Background: an optimization exercise with open tools, aiming at small area, a short achievable clock period and few clock cycles per item. Do not read the settings as production practice.
The RTL was checked by simulation tests, not by an equivalence proof against the original design.
Power and IR drop assume default switching activity.

==> flow/design.v <==
module glade_div (
    input  wire        clk,
    input  wire        rst,
    input  wire        start,
    input  wire [1:0]  op,
    input  wire [63:0] a,
    input  wire [63:0] b,
    output wire        ready,
    output wire        done,
    output wire [63:0] result
);
    reg st_s1, st_run, st_move, st_neg, st_done;
    reg rdy;
    reg [63:0] rem;        
    reg [64:0] opd;        
    reg        cin;        
    reg [63:0] bq;         
    reg [4:0]  cnt;        
    reg        want_rem;   
    reg        sa;         
    reg        sb;         
    reg        qsel;       
    reg        sk;         
    reg        dz;         
    function [6:0] nlz64(input [63:0] x);
        reg [15:0] v4;
        reg [31:0] c4;
        reg [7:0]  v8;
        reg [23:0] c8;
        reg [3:0]  v16;
        reg [15:0] c16;
        reg [1:0]  v32;
        reg [9:0]  c32;
        reg [3:0]  n;
        integer i;
        begin
            for (i = 0; i < 16; i = i + 1) begin
                n = x[4*i +: 4];
                v4[i] = |n;
                c4[2*i +: 2] = n[3] ? 2'd0 : n[2] ? 2'd1 : n[1] ? 2'd2 : 2'd3;
            end
            for (i = 0; i < 8; i = i + 1) begin
                v8[i] = v4[2*i+1] | v4[2*i];
                c8[3*i +: 3] = v4[2*i+1] ? {1'b0, c4[2*(2*i+1) +: 2]} : {1'b1, c4[2*(2*i) +: 2]};
            end
            for (i = 0; i < 4; i = i + 1) begin
                v16[i] = v8[2*i+1] | v8[2*i];
                c16[4*i +: 4] = v8[2*i+1] ? {1'b0, c8[3*(2*i+1) +: 3]} : {1'b1, c8[3*(2*i) +: 3]};
            end
            for (i = 0; i < 2; i = i + 1) begin
                v32[i] = v16[2*i+1] | v16[2*i];
                c32[5*i +: 5] = v16[2*i+1] ? {1'b0, c16[4*(2*i+1) +: 4]} : {1'b1, c16[4*(2*i) +: 4]};
            end
            if (v32[1])      nlz64 = {2'b00, c32[9:5]};
            else if (v32[0]) nlz64 = {2'b01, c32[4:0]};
            else             nlz64 = 7'd64;
        end
    endfunction
    function [67:0] add68(input [67:0] x, input [67:0] y, input ci);
        reg [67:0] g, p;
        integer i, l;
        begin
            p = x ^ y;
            g = x & y;
            g[0] = g[0] | (p[0] & ci);
            add68[0] = p[0] ^ ci;
            for (l = 0; l < 7; l = l + 1)
                for (i = 67; i >= 0; i = i - 1)
                    if ((i % (2 << l)) == (2 << l) - 1) begin
                        g[i] = g[i] | (p[i] & g[i - (1 << l)]);
                        p[i] = p[i] & p[i - (1 << l)];
                    end
            for (l = 5; l >= 0; l = l - 1)
                for (i = 67; i >= 0; i = i - 1)
                    if (i >= (3 << l) - 1 && (i % (2 << l)) == (1 << l) - 1) begin
                        g[i] = g[i] | (p[i] & g[i - (1 << l)]);
                        p[i] = p[i] & p[i - (1 << l)];
                    end
            for (i = 1; i < 68; i = i + 1)
                add68[i] = x[i] ^ y[i] ^ g[i - 1];
        end
    endfunction
    function [67:0] add68f(input [67:0] x, input [67:0] y, input ci);
        reg [67:0] g, p, gn, pn;
        integer i, l;
        begin
            p = x ^ y;
            g = x & y;
            g[0] = g[0] | (p[0] & ci);
            add68f[0] = p[0] ^ ci;
            for (l = 0; l < 7; l = l + 1) begin
                gn = g; pn = p;
                for (i = 0; i < 68; i = i + 1)
                    if ((i % (2 << l)) >= (1 << l)) begin
                        gn[i] = g[i] | (p[i] & g[i - (i % (1 << l)) - 1]);
                        pn[i] = p[i] & p[i - (i % (1 << l)) - 1];
                    end
                g = gn; p = pn;
            end
            for (i = 1; i < 68; i = i + 1)
                add68f[i] = x[i] ^ y[i] ^ g[i - 1];
        end
    endfunction
    wire [67:0] rx   = {4'b0000, rem};
    wire [67:0] opdx = {3'b111, opd};
    wire [67:0] opd2 = {opdx[66:0], cin};
    wire [67:0] sum  = add68(rx, opdx, cin);
    wire [67:0] sum2 = add68(rx, opd2, cin);
    wire [67:0] cs_s = rx ^ opdx ^ opd2;
    wire [67:0] cs_c = (rx & opdx) | (rx & opd2) | (opdx & opd2);
    wire [67:0] sum3 = add68f(cs_s, {cs_c[66:0], cin}, cin);
    wire        fit1 = ~sum[67];
    wire        fit2 = ~sum2[67];
    wire        fit3 = ~sum3[67];
    wire [63:0] rnext = fit3 ? sum3[63:0] : fit2 ? sum2[63:0] : sum[63:0];
    wire        a_neg = op[0] & a[63];
    wire        b_neg = op[0] & b[63];
    wire [63:0] ax    = a ^ {64{a_neg}};         
    wire [63:0] bx    = b ^ {64{b_neg}};         
    wire [6:0]  nla    = nlz64(ax);
    wire [6:0]  nlb    = nlz64(bx);
    wire [5:0]  nlb6   = nlb[6] ? 6'd63 : nlb[5:0];
    wire [7:0]  s8     = {2'b00, nlb6} + {7'd0, a_neg} - {1'b0, nla};
    wire        b_zero = ~|b;
    wire        skip   = s8[7] | b_zero;
    wire [63:0] skipres = want_rem ? (opd[63:0] ^ {64{sa}}) : {64{dz}};
    reg  [67:0] bsl;
    integer k;
    always @* begin
        bsl = {{4{sb}}, bq};
        for (k = 4; k >= 0; k = k - 1)
            if (cnt[k]) bsl = bsl << (2 << k);
    end
    wire [67:0] bsh   = bsl ^ {68{~sb}};
    wire        neg   = want_rem ? sa : (sa ^ sb);
    wire        last  = (cnt == 5'd0);
    wire        busy  = st_s1 | st_run | st_move | st_neg;
    wire        acc   = rdy & start;
    wire        fin   = (acc & skip) | (st_run & last & ~neg) | st_neg;
    assign ready  = rdy;
    assign done   = st_done;
    assign result = sk ? skipres : qsel ? bq : rem;
    always @(posedge clk) begin
        if (rst) begin
            st_s1   <= 1'b0;
            st_run  <= 1'b0;
            st_move <= 1'b0;
            st_neg  <= 1'b0;
            st_done <= 1'b0;
            rdy     <= 1'b1;
        end else begin
            st_s1   <= acc & ~skip;
            st_run  <= st_s1 | (st_run & ~last);
            st_move <= st_run & last & neg & ~want_rem;
            st_neg  <= (st_run & last & neg & want_rem) | st_move;
            st_done <= fin;
            rdy     <= fin | (rdy & ~start);
        end
    end
    always @(posedge clk) begin
        if (st_run & fit1)
            rem <= rnext;
        else if (st_s1)
            rem <= sum[63:0];
        else if (st_neg)
            rem <= ~sum[63:0];
        else if (st_move)
            rem <= bq;
        else if (~busy)
            rem <= 64'd0;
        opd <= ~busy              ? {1'b0, ax} :
               st_s1              ? bsh[64:0] :
               (st_run & ~last)   ? {2'b11, opd[64:2]} : {65{1'b1}};
        cin <= ~busy              ? a_neg :
               st_s1              ? ~sb :
               (st_run & ~last)   ? cin : 1'b0;
        bq  <= ~busy ? b :
               st_s1 ? 64'd0 : {bq[61:0], fit2, fit1 & (fit3 | ~fit2)};
        cnt <= ~busy ? s8[5:1] : st_run ? cnt - 5'd1 : cnt;
        if (~busy) begin
            want_rem <= op[1];
            sa       <= a_neg;
            sb       <= b_neg;
            qsel     <= ~op[1] & ~(a_neg ^ b_neg);
            sk       <= skip;
            dz       <= b_zero;
        end
    end
endmodule
clock: 5.0 ns
lec_check: 0
cap_margin: 20
core_margin: 2
core_utilization: 40
gpl_timing_driven: 0
place_density: 0.6
setup_slack_margin: 0.2
slew_margin: 20
run.sh (not shown) runs the stock make flow with config.mk's settings and CLKGATE_MAP_FILE= SYNTH_SCRIPT=/design/flow/synth_recipe.tcl, a recipe that flattens the netlist after the stock synthesis.
Testbench counts at the start, summed over its fixed seeds: cycles 24,582, items 2,400.
==> next run, changes <==
--- a/flow/design.v
+++ b/flow/design.v
@@ -79,37 +79,16 @@
             for (i = 1; i < 68; i = i + 1)
                 add68[i] = x[i] ^ y[i] ^ g[i - 1];
         end
     endfunction
-    function [67:0] add68f(input [67:0] x, input [67:0] y, input ci);
-        reg [67:0] g, p, gn, pn;
-        integer i, l;
-        begin
-            p = x ^ y;
-            g = x & y;
-            g[0] = g[0] | (p[0] & ci);
-            add68f[0] = p[0] ^ ci;
-            for (l = 0; l < 7; l = l + 1) begin
-                gn = g; pn = p;
-                for (i = 0; i < 68; i = i + 1)
-                    if ((i % (2 << l)) >= (1 << l)) begin
-                        gn[i] = g[i] | (p[i] & g[i - (i % (1 << l)) - 1]);
-                        pn[i] = p[i] & p[i - (i % (1 << l)) - 1];
-                    end
-                g = gn; p = pn;
-            end
-            for (i = 1; i < 68; i = i + 1)
-                add68f[i] = x[i] ^ y[i] ^ g[i - 1];
-        end
-    endfunction
     wire [67:0] rx   = {4'b0000, rem};
     wire [67:0] opdx = {3'b111, opd};
     wire [67:0] opd2 = {opdx[66:0], cin};
     wire [67:0] sum  = add68(rx, opdx, cin);
     wire [67:0] sum2 = add68(rx, opd2, cin);
     wire [67:0] cs_s = rx ^ opdx ^ opd2;
     wire [67:0] cs_c = (rx & opdx) | (rx & opd2) | (opdx & opd2);
-    wire [67:0] sum3 = add68f(cs_s, {cs_c[66:0], cin}, cin);
+    wire [67:0] sum3 = add68(cs_s, {cs_c[66:0], cin}, cin);
     wire        fit1 = ~sum[67];
     wire        fit2 = ~sum2[67];
     wire        fit3 = ~sum3[67];
     wire [63:0] rnext = fit3 ? sum3[63:0] : fit2 ? sum2[63:0] : sum[63:0];
What happened:
- The changed run completed without violations
- cell count falls by 1.2%
- hold slack gets worse by 0.056 ns
- via count rises by 0.37%
- clock power stays flat
- wire length falls by 3.0%
- synthesized cell count falls by 0.79%
- global-route usage falls by 1.2 points
- setup slack gets better by 0.17 ns
- critical path depth falls by 14
- sequential power rises by 6.0%
- power rises by 4.6%
- final area falls by 0.73%
Testbench counts after the change, summed over its fixed seeds: cycles 24,582, items 2,400.

[separate check: timing with driven ports]
No port has a modelled driver above. Below, the same layouts with a new extraction and two added sets of constraints. Step 1 sets driving cells, clkbuf_16 on the clock port and buf_2 on the other inputs (assumed; they add their load-dependent delay and slew). Step 2 adds t to the input delays and takes it off the output delays; t is the mean of the earliest and latest rising clock arrival at the registers after step 1. Input paths then give back, and output paths get back, about the clock's delay inside the block. Slacks: no drivers / after step 1 / after step 2; pairs: no drivers / after step 1.
run | t (ns) | setup WS [ns] | worst hold slack (ns) | clock arrival spread, ns | worst data-port slew with drivers (ns)
the first run | 0.657 | 0.058 / 0.075 / -0.582 | 0.534 / 0.534 / 0.534 | 0.031 / 0.031 | 0.07
the second run | 0.686 | 0.224 / 0.158 / -0.301 | 0.478 / 0.478 / 0.478 | 0.028 / 0.028 | 0.08
Met with ideal ports but missed after step 2: setup timing in the first run and the second run. For the first run, which loses most, drivers alone change the setup slack by +0.017 ns; drivers and shift together by -0.640 ns.
